From an optimization exercise on the open Yosys and OpenROAD flow, aimed at small area, a short achievable clock period and few clock cycles per item; shortcuts taken in it are not production practice. In this exercise RTL edits were held to simulation tests only and were not proved equivalent to the original.

==> design.v <==
module le_lane (
    input  wire        clk,
    input  wire        rst,           
    input  wire        start,
    input  wire [15:0] code,
    input  wire [15:0] vref,
    input  wire [15:0] sff,
    input  wire [20:0] vlink_mv,
    input  wire        vlink_ok,
    input  wire        at_dmax,
    input  wire [15:0] vscal,
    input  wire [15:0] vlnom,
    input  wire [31:0] kp,
    input  wire [31:0] ki,
    input  wire [31:0] kd,
    input  wire [31:0] dpole,
    input  wire [31:0] ll1_b0,
    input  wire [31:0] ll1_b1,
    input  wire [31:0] ll1_a1,
    input  wire [31:0] ll2_b0,
    input  wire [31:0] ll2_b1,
    input  wire [31:0] ll2_a1,
    input  wire [31:0] nb0,
    input  wire [31:0] nb1,
    input  wire [31:0] nb2,
    input  wire [31:0] na1,
    input  wire [31:0] na2,
    input  wire        nen,
    input  wire [15:0] dmax,
    input  wire [15:0] dmin,
    input  wire [15:0] imax,
    input  wire [15:0] llmax,
    input  wire [15:0] nmax,
    input  wire [15:0] ffmax,
    input  wire [14:0] emax,
    input  wire [5:0]  sat_clr,
    output wire        ready,
    output reg         done,
    output reg  [15:0] duty,
    output reg  [16:0] vout,
    output wire [15:0] err,
    output wire [31:0] integ_out,
    output reg  [15:0] ratio,
    output reg  [5:0]  sat,
    output reg         frz_hi,
    output reg         frz_lo
);
    localparam W = 78;               
    function [77:0] kconst;
        input integer dummy;
        integer k;
        begin
            kconst = 78'd0;
            for (k = 0; k < 16; k = k + 1)
                kconst = kconst - (78'd1 << (40 + 2*k));
        end
    endfunction
    localparam [77:0] KC = kconst(0);
    function integer nrows;
        input integer n0;
        input integer lv;
        integer k, n;
        begin
            n = n0;
            for (k = 0; k < lv; k = k + 1)
                n = 2 * (n / 3) + (n % 3);
            nrows = n;
        end
    endfunction
    reg  [4:0]         st;           
    assign ready = (st == 5'd0);
    reg  signed [29:0] integ;        
    reg  signed [39:0] dst;
    reg  signed [39:0] l1x;
    reg  signed [29:0] l1y;          
    reg  signed [29:0] l2y, nx1, nx2, ny1, ny2;
    reg  signed [15:0] eprev;        
    reg  signed [29:0] integ_o;
    reg  signed [15:0] ev;           
    reg         [16:0] vo;           
    reg         [15:0] sff_r;
    reg                atd_r;
    reg                frz_r;        
    reg                nen_r;
    reg         [15:0] lim_r;        
    reg                d_r28, d_stk;  
    reg  signed [39:0] u;
    reg         [W-1:0] acc;
    reg         [4:0]  fl;           
    reg         [31:0] ma_r;         
    reg         [39:0] mb_r;
    reg         [20:0] vl_r;
    reg                rdef;         
    reg                ovf;          
    reg         [22:0] rem;
    reg         [15:0] qs;           
    assign err       = eprev;
    assign integ_out = {{2{integ_o[29]}}, integ_o};
    reg  msub;                       
    reg  a_hi, a_int, a_d, a_acc;    
    wire [W-1:0] add_a = ({W{a_hi}}  & {{29{acc[W-1]}}, acc[W-1:29]})
                       | ({W{a_int}} & {{(W-30){integ[29]}}, integ})
                       | ({W{a_d}}   & {{(W-40){dst[39]}}, dst})
                       | ({W{a_acc}} & acc);
    localparam M = 41;               
    localparam R = 18;               
    localparam NL = 6;               
    wire [W-1:0] rw [0:NL][0:R-1];
    wire [15:0]  negb;
    genvar gi, gl, gj;
    generate
        for (gi = 0; gi < 16; gi = gi + 1) begin : g_pp
            wire b0  = (gi == 0) ? 1'b0 : ma_r[2*gi-1];
            wire b1  = ma_r[2*gi];
            wire b2  = ma_r[2*gi+1];
            wire one = b1 ^ b0;
            wire two = (b2 & ~b1 & ~b0) | (~b2 & b1 & b0);
            wire neg = (b2 ^ msub) & (one | two);
            wire [M-1:0] mag = ({M{one}} & {mb_r[39], mb_r}) | ({M{two}} & {mb_r, 1'b0});
            wire [M-1:0] pp  = mag ^ {M{neg}};
            assign negb[gi] = neg;
            if (gi == 0) begin : g_r0
                assign rw[0][0] = {{(W-M){1'b0}}, ~pp[M-1], pp[M-2:0]};
            end else begin : g_ri
                assign rw[0][gi] = ({{(W-M){1'b0}}, ~pp[M-1], pp[M-2:0]} << (2*gi))
                                 | ({{(W-1){1'b0}}, negb[gi-1]} << (2*gi-2));
            end
        end
        assign rw[0][16] = KC | ({{(W-1){1'b0}}, negb[15]} << 30);
        assign rw[0][17] = add_a;
        for (gl = 0; gl < NL; gl = gl + 1) begin : g_lv
            localparam integer N = nrows(R, gl);
            localparam integer T = N / 3;
            for (gj = 0; gj < T; gj = gj + 1) begin : g_c
                wire [W-1:0] x = rw[gl][3*gj];
                wire [W-1:0] y = rw[gl][3*gj+1];
                wire [W-1:0] z = rw[gl][3*gj+2];
                assign rw[gl+1][2*gj]   = x ^ y ^ z;
                assign rw[gl+1][2*gj+1] = {(x & y) | (x & z) | (y & z), 1'b0};
            end
            for (gj = 3*T; gj < N; gj = gj + 1) begin : g_p
                assign rw[gl+1][2*T+gj-3*T] = rw[gl][gj];
            end
        end
    endgenerate
    wire [W-1:0] s = rw[NL][0] + rw[NL][1];
    wire signed [W-1:0] sa = acc;
    wire        [16:0] vo_n   = acc[31:15] + {16'd0, acc[14]};
    wire signed [17:0] e_dif  = $signed({2'b00, ev}) - $signed({1'b0, vo_n});
    wire signed [17:0] emax_s = {3'b000, vo[14:0]};
    wire               e_hi   = e_dif > emax_s;
    wire               e_lo   = e_dif < -emax_s;
    wire signed [15:0] e_n    = e_hi ? emax_s[15:0] : e_lo ? -emax_s[15:0] : e_dif[15:0];
    wire signed [16:0] de_n   = {e_n[15], e_n} - {eprev[15], eprev};
    wire               c29    = acc[28] & (~acc[W-1] | (|acc[27:0]));
    wire signed [48:0] t29    = acc[W-1:29] + {48'd0, c29};
    wire               cd     = d_r28 & (~acc[48] | d_stk);
    wire signed [48:0] td     = acc[48:0] + {48'd0, cd};
    wire               d_ok   = (&td[48:39]) | ~(|td[48:39]);
    wire signed [39:0] d_n    = d_ok ? td[39:0] : {td[48], {39{~td[48]}}};
    wire signed [29:0] il     = {1'b0, u[15:0], 13'd0};      
    wire               i_hi   = $signed(acc[48:0]) > $signed({20'd0, il[28:0]});
    wire               i_lo   = $signed(acc[48:0]) < -$signed({20'd0, il[28:0]});
    wire signed [29:0] i_n    = i_hi ? il : i_lo ? -il : acc[29:0];
    wire               kz     = (ma_r == 32'd0) | (ev == 16'sd0);
    wire               kpos   = ~kz & (ma_r[31] == ev[15]);
    wire               kneg   = ~kz & (ma_r[31] != ev[15]);
    wire signed [48:0] u_sum  = $signed(acc[48:0]) + {{19{integ[29]}}, integ};
    wire               u_ok   = (&u_sum[48:39]) | ~(|u_sum[48:39]);
    wire signed [39:0] u_n    = u_ok ? u_sum[39:0] : {u_sum[48], {39{~u_sum[48]}}};
    wire        [15:0] ylim16 = lim_r;
    wire signed [29:0] yl     = {1'b0, ylim16, 13'd0};
    wire signed [W-1:0] ykk   = {{(W-58){1'b0}}, yl[28:0], 1'b1, 28'd0};
    wire               y_hi   = $signed(acc) >= ykk;
    wire               y_lo   = $signed(acc) <= -ykk;
    wire signed [29:0] y_n    = y_hi ? yl : y_lo ? -yl : t29[29:0];
    wire signed [30:0] sffx   = {{2{sff_r[15]}}, sff_r, 13'd0};
    wire signed [30:0] f_t    = acc[59:29] + sffx + {30'd0, c29};
    wire signed [30:0] f_p    = {1'b0, yl} + sffx;
    wire signed [30:0] f_m    = sffx - {1'b0, yl};
    wire signed [30:0] f_sum  = y_hi ? f_p : y_lo ? f_m : f_t;
    wire signed [30:0] fl_l   = {2'b00, rem[15:0], 13'd0};    
    wire               f_hi   = f_sum > fl_l;
    wire               f_lo   = f_sum < -fl_l;
    wire signed [29:0] f_n    = f_hi ? fl_l[29:0] : f_lo ? -fl_l[29:0] : f_sum[29:0];
    wire               c14    = acc[13] & (~acc[W-1] | (|acc[12:0]));
    wire signed [31:0] w      = acc[45:14] + {31'd0, c14};
    wire        [15:0] dmax_r = u[31:16];
    wire        [15:0] dmin_r = u[15:0];
    wire               w_hi   = w > $signed({3'd0, dmax_r, 13'd0});
    wire               w_lo   = w < $signed({3'd0, dmin_r, 13'd0});
    wire        [15:0] w_d    = w[28:13] + {15'd0, w[12]};
    wire        q_lo  = (qs < 16'd8192);
    wire        q_hi  = ovf | (qs > 16'd32768);
    wire [15:0] r_val = rdef ? 16'd16384 : q_hi ? 16'd32768 : q_lo ? 16'd8192 : qs;
    wire        r_fl  = ~rdef & (q_hi | q_lo);
    wire [21:0] dvs   = {vl_r, 1'b0};
    wire [22:0] r1    = {rem[21:0], qs[15]};
    wire        g1    = r1 >= {1'b0, dvs};
    wire [22:0] r1n   = g1 ? r1 - {1'b0, dvs} : r1;
    wire [22:0] r2    = {r1n[21:0], qs[14]};
    wire        g2    = r2 >= {1'b0, dvs};
    wire [22:0] r2n   = g2 ? r2 - {1'b0, dvs} : r2;
    wire [22:0] n_hi  = {rem[17:0], 5'd0} + {rem[18:0], 4'd0} + {rem[21:0], 1'b0}
                      + {18'd0, vl_r[20:16]};
    reg  [31:0] ma_n;
    reg  [39:0] mb_n;
    always @(*) begin
        ma_n = 32'd0;
        mb_n = 40'd0;
        case (st)
            5'd0:  begin ma_n = {16'd0, vscal}; mb_n = {24'd0, code}; end
            5'd1:  begin ma_n = dpole;  mb_n = dst; end
            5'd2:  begin ma_n = kd;     mb_n = {{23{de_n[16]}}, de_n}; end
            5'd3:  begin ma_n = ki;     mb_n = {{24{ev[15]}}, ev}; end
            5'd4:  begin ma_n = kp;     mb_n = {{24{ev[15]}}, ev}; end
            5'd5:  begin ma_n = ll1_b1; mb_n = l1x; end
            5'd6:  begin ma_n = ll1_a1; mb_n = {{10{l1y[29]}}, l1y}; end
            5'd7:  begin ma_n = ll1_b0; mb_n = u; end
            5'd8:  begin ma_n = ll2_b1; mb_n = {{10{l1y[29]}}, l1y}; end
            5'd9:  begin ma_n = ll2_a1; mb_n = {{10{l2y[29]}}, l2y}; end
            5'd10: begin ma_n = ll2_b0; mb_n = u; end
            5'd11: begin ma_n = nb1;    mb_n = {{10{nx1[29]}}, nx1}; end
            5'd12: begin
                       if (nen_r) begin ma_n = nb2; mb_n = {{10{nx2[29]}}, nx2}; end
                       else     begin ma_n = {16'd0, r_val}; mb_n = {{10{f_n[29]}}, f_n}; end
                   end
            5'd13: begin ma_n = na1;    mb_n = {{10{ny1[29]}}, ny1}; end
            5'd14: begin ma_n = na2;    mb_n = {{10{ny2[29]}}, ny2}; end
            5'd15: begin ma_n = nb0;    mb_n = u; end
            5'd17: begin ma_n = {16'd0, r_val}; mb_n = {{10{f_n[29]}}, f_n}; end
            default: ;
        endcase
    end
    wire last = (st == 5'd19) | (st == 5'd14 && !nen_r);
    always @(posedge clk) begin
        ma_r <= ma_n;
        msub  <= (st == 5'd6) | (st == 5'd9) | (st == 5'd13) | (st == 5'd14);
        a_hi  <= (st == 5'd2);
        a_int <= (st == 5'd3);
        a_d   <= (st == 5'd4);
        a_acc <= (st == 5'd6) | (st == 5'd7) | (st == 5'd9) | (st == 5'd10)
               | (st == 5'd12 && nen_r) | (st == 5'd13) | (st == 5'd14) | (st == 5'd15);
        mb_r <= mb_n;
        acc <= s;
        if (st == 5'd3) begin
            d_r28 <= acc[28];
            d_stk <= |acc[27:0];
        end
        if (rst) begin
            st     <= 5'd0;
            done   <= 1'b0;
            integ  <= 30'sd0;
            dst    <= 40'sd0;
            l1x    <= 40'sd0;
            l1y    <= 30'sd0;
            l2y    <= 30'sd0;
            nx1    <= 30'sd0;
            nx2    <= 30'sd0;
            ny1    <= 30'sd0;
            ny2    <= 30'sd0;
            eprev  <= 16'sd0;
            sat    <= 6'd0;
            frz_hi <= 1'b0;
            frz_lo <= 1'b0;
        end else begin
            done <= 1'b0;
            sat  <= sat & ~sat_clr;
            if (st != 5'd0)
                st <= st + 5'd1;
            case (st)
                5'd0: if (start) begin
                    st    <= 5'd1;
                    ev    <= vref;
                    vo    <= {2'd0, emax};
                    u     <= {24'd0, imax};
                    sff_r <= sff;
                    atd_r <= at_dmax;
                    nen_r <= nen;
                    lim_r <= llmax;
                    vl_r  <= vlink_mv;
                    rdef  <= ~vlink_ok | (vlink_mv == 21'd0);
                    rem   <= {7'd0, vlnom};
                    qs    <= vlink_mv[15:0];
                end
                5'd1: rem <= n_hi;
                5'd10: rem[15:0] <= ffmax;
                5'd13: lim_r <= nmax;
                5'd2: begin
                    vo  <= vo_n;
                    ev  <= e_n;
                    fl  <= {4'd0, e_hi | e_lo};
                    ovf <= rem >= {1'b0, dvs};
                end
                5'd4: begin
                    dst   <= d_n;
                    frz_r <= (frz_hi & kpos) | (frz_lo & kneg);
                    if (!d_ok) fl[1] <= 1'b1;
                end
                5'd5: if (!frz_r) begin
                    integ <= i_n;
                    if (i_hi | i_lo) fl[1] <= 1'b1;
                end
                5'd6: begin
                    u <= u_n;
                    if (!u_ok) fl[1] <= 1'b1;
                end
                5'd9: begin
                    l1x <= u;
                    l1y <= y_n;
                    u   <= {{10{y_n[29]}}, y_n};
                    if (y_hi | y_lo) fl[2] <= 1'b1;
                end
                5'd12: begin
                    l2y <= y_n;
                    if (nen_r)
                        u <= {{10{y_n[29]}}, y_n};
                    else
                        u <= {8'd0, dmax, dmin};
                    if (y_hi | y_lo) fl[2] <= 1'b1;
                    if (!nen_r && (f_hi | f_lo)) fl[4] <= 1'b1;
                end
                5'd17: begin
                    nx2 <= nx1;
                    nx1 <= u[29:0];
                    ny2 <= ny1;
                    ny1 <= y_n;
                    u   <= {8'd0, dmax, dmin};
                    if (y_hi | y_lo) fl[3] <= 1'b1;
                    if (f_hi | f_lo) fl[4] <= 1'b1;
                end
                default: ;
            endcase
            if (st >= 5'd2 && st <= 5'd9) begin
                rem <= r2n;
                qs  <= {qs[13:0], g1, g2};
            end
            if (last) begin
                st      <= 5'd0;
                done    <= 1'b1;
                duty    <= w_hi ? dmax_r : w_lo ? dmin_r : w_d;
                vout    <= vo;
                integ_o <= integ;
                ratio   <= r_val;
                eprev   <= ev;
                frz_hi  <= w_hi | atd_r;
                frz_lo  <= w_lo;
                sat     <= (sat & ~sat_clr) | {w_hi | w_lo, fl[4] | r_fl, fl[3:0]};
            end
        end
    end
endmodule
==> run.sh <==
#!/bin/bash
# synth_recipe.tcl (not shown) runs the flow's synth.tcl, then flattens the netlist and writes it again
# the make line also repeats each setting of config.mk as NAME=value (left out here)
make -C /OpenROAD-flow-scripts/flow DESIGN_CONFIG=/design/flow/config.mk WORK_HOME=/design/flow/orfs CLKGATE_MAP_FILE= SYNTH_SCRIPT=/design/flow/synth_recipe.tcl finish
==> config.mk <==
export PLATFORM = sky130hd
export DESIGN_NAME = le_lane
export DESIGN_NICKNAME = le_lane
export VERILOG_FILES = /design/flow/design.v
export SDC_FILE = /design/flow/constraint.sdc
export NUM_CORES = 4
export LEC_CHECK = 0
export CAP_MARGIN = 20
export CORE_MARGIN = 2
export CORE_UTILIZATION = 30
export SLEW_MARGIN = 20
==> constraint.sdc <==
create_clock -name core_clock -period 25.0 [get_ports {clk}]
set_input_delay 5.0000 -clock core_clock [delete_from_list [all_inputs] [get_ports {clk}]]
set_output_delay 5.0000 -clock core_clock [all_outputs]
set_load 0.01 [all_outputs]
==> impl_metrics.toml <==
[critical_path]
reg2reg_depth = 39
end_kind = "flip-flop"
cp_max_fo = 28
crit_top_cell = "a21oi_1"
critical_path_class = "reg -> reg"
setup.worst_path.start_class = "flip-flop"
ff2ff_setup_slack_ns = 14.43
cp.required_ns = 25.68
rr_startpoint = "acc[15]"
cp_data_arrival_time_ns = 11.24
slowest_delay_ns = 0.82
cp_slowest_cell = "o41a_1"
r2r-end = "mb_r[33]"

[floorplan]
die_h_um = 536
dieWidth_um = 536
std_cell_rows = 195
start_util = 0.301
core-area_um2 = 282000
io_pins = 811
die-area_um2 = 288000

[global_route]
grt_overflow = 0
grt_pass1_wl_um = 655000
grt_usage = 0.322
antenna_found_initial = 93
grt_max_degree = 161
grt_pass1_vias = 80700

[sta]
finClkSkew_ns = 0.0675
rsz0062_at_grt = "false"
final.setup.tns_ns = 0
setup_viol = 0
tightest_slew_ns = 1.42
fmaxAchievable_mhz = 94.6
slew_violations = 0
fin_crit_sh = 0.423
final_hold_viol_count = 0
slew_headroom = 0.0510
fin_crit_ns = 10.57

[yosys]
yosysSeqAreaShare = 0.202
yosysTopAreaCellShare = 0.146
synth_warnings = 1
synth_edf_count = 256
synth_commonest_cells = "nand2_1 (928), inv_1 (832), a22oi_1 (752)"
syn_avg_cell_area_um2 = 8.51
synth_area_um2 = 85000
synth_area_leaders = "fa_1 (15%), dfxtp_1 (11%), ha_1 (10%)"
yosys.cell_types.count = 96
mappedNetlistNets = 12000
synth.largest_area_cell = "fa_1"
ys_async_sr_fraction = 0
synth-seq-cells = 731
netlist_instances = 9986
synth_most_common_cell = "nand2_1"
yosys_most_used_dff = "dfxtp_1"

[min_path]
hold_path_startpoint = "ny1[22]"
hold_end = "ny2[22]"
holdPathStages = 2
hp-class = "reg -> reg"

[clock_tree]
cts_setup_buffers = 0
cts_hold_repair.buffers = 0
clk_latency_ns = 0.79
ctsRootBufferMaster = "clkbuf_16"
clkTransAtPathRegs_ns = 0.07
cts_buffers = 89
cts_resized = 0
clock_path_buffers = 3
ctsHtreeMaxLevel = 3
cts.sinks = 731
cts_tree = "built"

[drt]
detail-route-antenna-nets = 0
wirelength_um = 476000
avgRoutedWirePerCell_um = 33.5
drt_iter0_markers = 12400
via_count = 84700
drc = 0
dr.pass1.iters = 8
post_drt_via_cell_ratio = 5.96

[cells_and_area]
fin_util = 0.358
multi_input_area_um2 = 62500
nets = 12400
final_cells = 14200
fillers = 29500
drive_gt1_frac = 0.0617
regArea_um2 = 17200
area_delta_synth_final_pct = 18.7

[placed_design]
place_congestion = 1.06
place_inst = 14000
place_hpwl_um = 369000
portBuffers = 810

[run_status]
status = "timing/DRC/antenna clean"

[run]
drv_cap = 0
layer usage:
metal,global-route usage,routed length [um],vias up
li1,-,-,36100
met1,0.428,192000,41900
met2,0.449,189000,5528
met3,0.137,69900,1108
met4,0.136,24900,52
met5,0.00247,428,-
worst max path at each step:
| stage | start | endpoint | slack, ns | cells past startpoint |
|---|---|---|---|---|
| 3_3_place_gp | acc[15] | mb_r[31] | 14.93 | 39 |
| 2_1_floorplan | rst | duty[0] | 15.57 | 4 |
| 5_1_grt | acc[15] | mb_r[31] | 13.76 | 39 |
| 4_1_cts | acc[15] | mb_r[33] | 14.71 | 39 |
| 6_report | acc[15] | mb_r[33] | 14.43 | 39 |
| 3_5_place_dp | acc[15] | mb_r[33] | 14.82 | 39 |
worst max-delay path: cells and delay by family (launching register included):
kind / cells / cell delay, ns
multiplexers: 1 / 0.40
AO/OA/AOI/OAI: 21 / 4.48
adder cells (fa/ha/maj): 7 / 2.46
flip-flops: 1 / 0.64
XOR/XNOR: 2 / 0.49
AND/OR/NAND/NOR: 7 / 1.74
buffers and inverters: 1 / 0.22
metrics by stage:
stage                     setup slack [ns]  cell area [um^2]  hold slack [ns]
after floorplan                      15.57             85000            0.400
after global placement               14.93             97700            0.441
after detailed placement             14.82             97700            0.421
after CTS                            14.71            101000            0.397
after global routing                 13.76            101000            0.455
final                                14.43            101000            0.407
cells by family (layout without fill, tap and decap cells):
kind of cell	Yosys count	in the layout	share of synthesized area
AOI/OAI and AO/OA	2819	2819	0.230
xor gates and xnor gates	1085	1085	0.112
DFF	731	731	0.202
and+or+nand+nor	2312	2312	0.125
other	0	34	0
buffers and inverters	1647	2090	0.0732
muxes	82	82	0.0102
adders and majority gates	1310	1310	0.247
layout make-up:
type	instances	share of cell area
antenna	34	0.000843
tap	3743	0.0464
sequential	731	0.171
timing repair buffer	1088	0.101
clock buffer	115	0.0245
clock inverter	51	0.00604
multi-input combinational	7608	0.619
inverter	836	0.0312
flip-flops by register name, summed over array words and instances, names as in the netlist, 32 cells and up:
| name | count |
|---|---|
| ma_r | 32 |
| l1x | 40 |
| mb_r | 40 |
| acc | 78 |
| dst | 40 |
| u | 40 |
placed cells by master, fill, tap and decap left out, types with 50 or more instances in the layout:
cell	n
clkdlybuf4s50_1	809
o21ai_0	300
dfxtp_1	458
o211ai_1	68
nand2b_1	61
clkbuf_16	92
a21o_1	192
nor2b_1	58
a221oi_1	80
or3_1	53
nand4_1	128
mux2i_1	50
a22o_1	106
a22oi_1	752
fa_1	620
inv_1	831
a211oi_1	114
a222oi_1	128
xnor2_1	522
nor4_1	60
a21oi_1	612
nand3_1	222
xor2_1	544
buf_4	275
nor2_1	484
ha_1	681
edfxtp_1	256
a31oi_1	69
nand2_1	926
nor3_1	104
Testbench counts, summed over its fixed seeds: cycles 58,250, items 3,200.

## separate check: timing with driven ports
The results above use ideal ports. As a check the final layout listed here was re-extracted and re-timed, cells and wires unchanged.
Step 1 assumes that a clkbuf_16 drives the clock port and a buf_2 every other input.
Step 2 moves the port delays by t, midway between the first and last clock arrival at a register: inputs arrive t later, outputs are due t later. That takes back most of the time a late clock gives input paths.
a / b / c = no drivers / after step 1 / after step 2; a / b = the first two.
t (ns): 0.867
setup slack, ns: 14.433 / 14.433 / 14.433
hold slack, ns: 0.407 / 0.407 / 0.407
worst setup path at the end: register to register
latest minus earliest clock arrival (ns): 0.068 / 0.067
After both steps this run still meets setup and hold. The setup slack of this run moves by 0.000 ns with the drivers and by 0.000 ns with both steps.
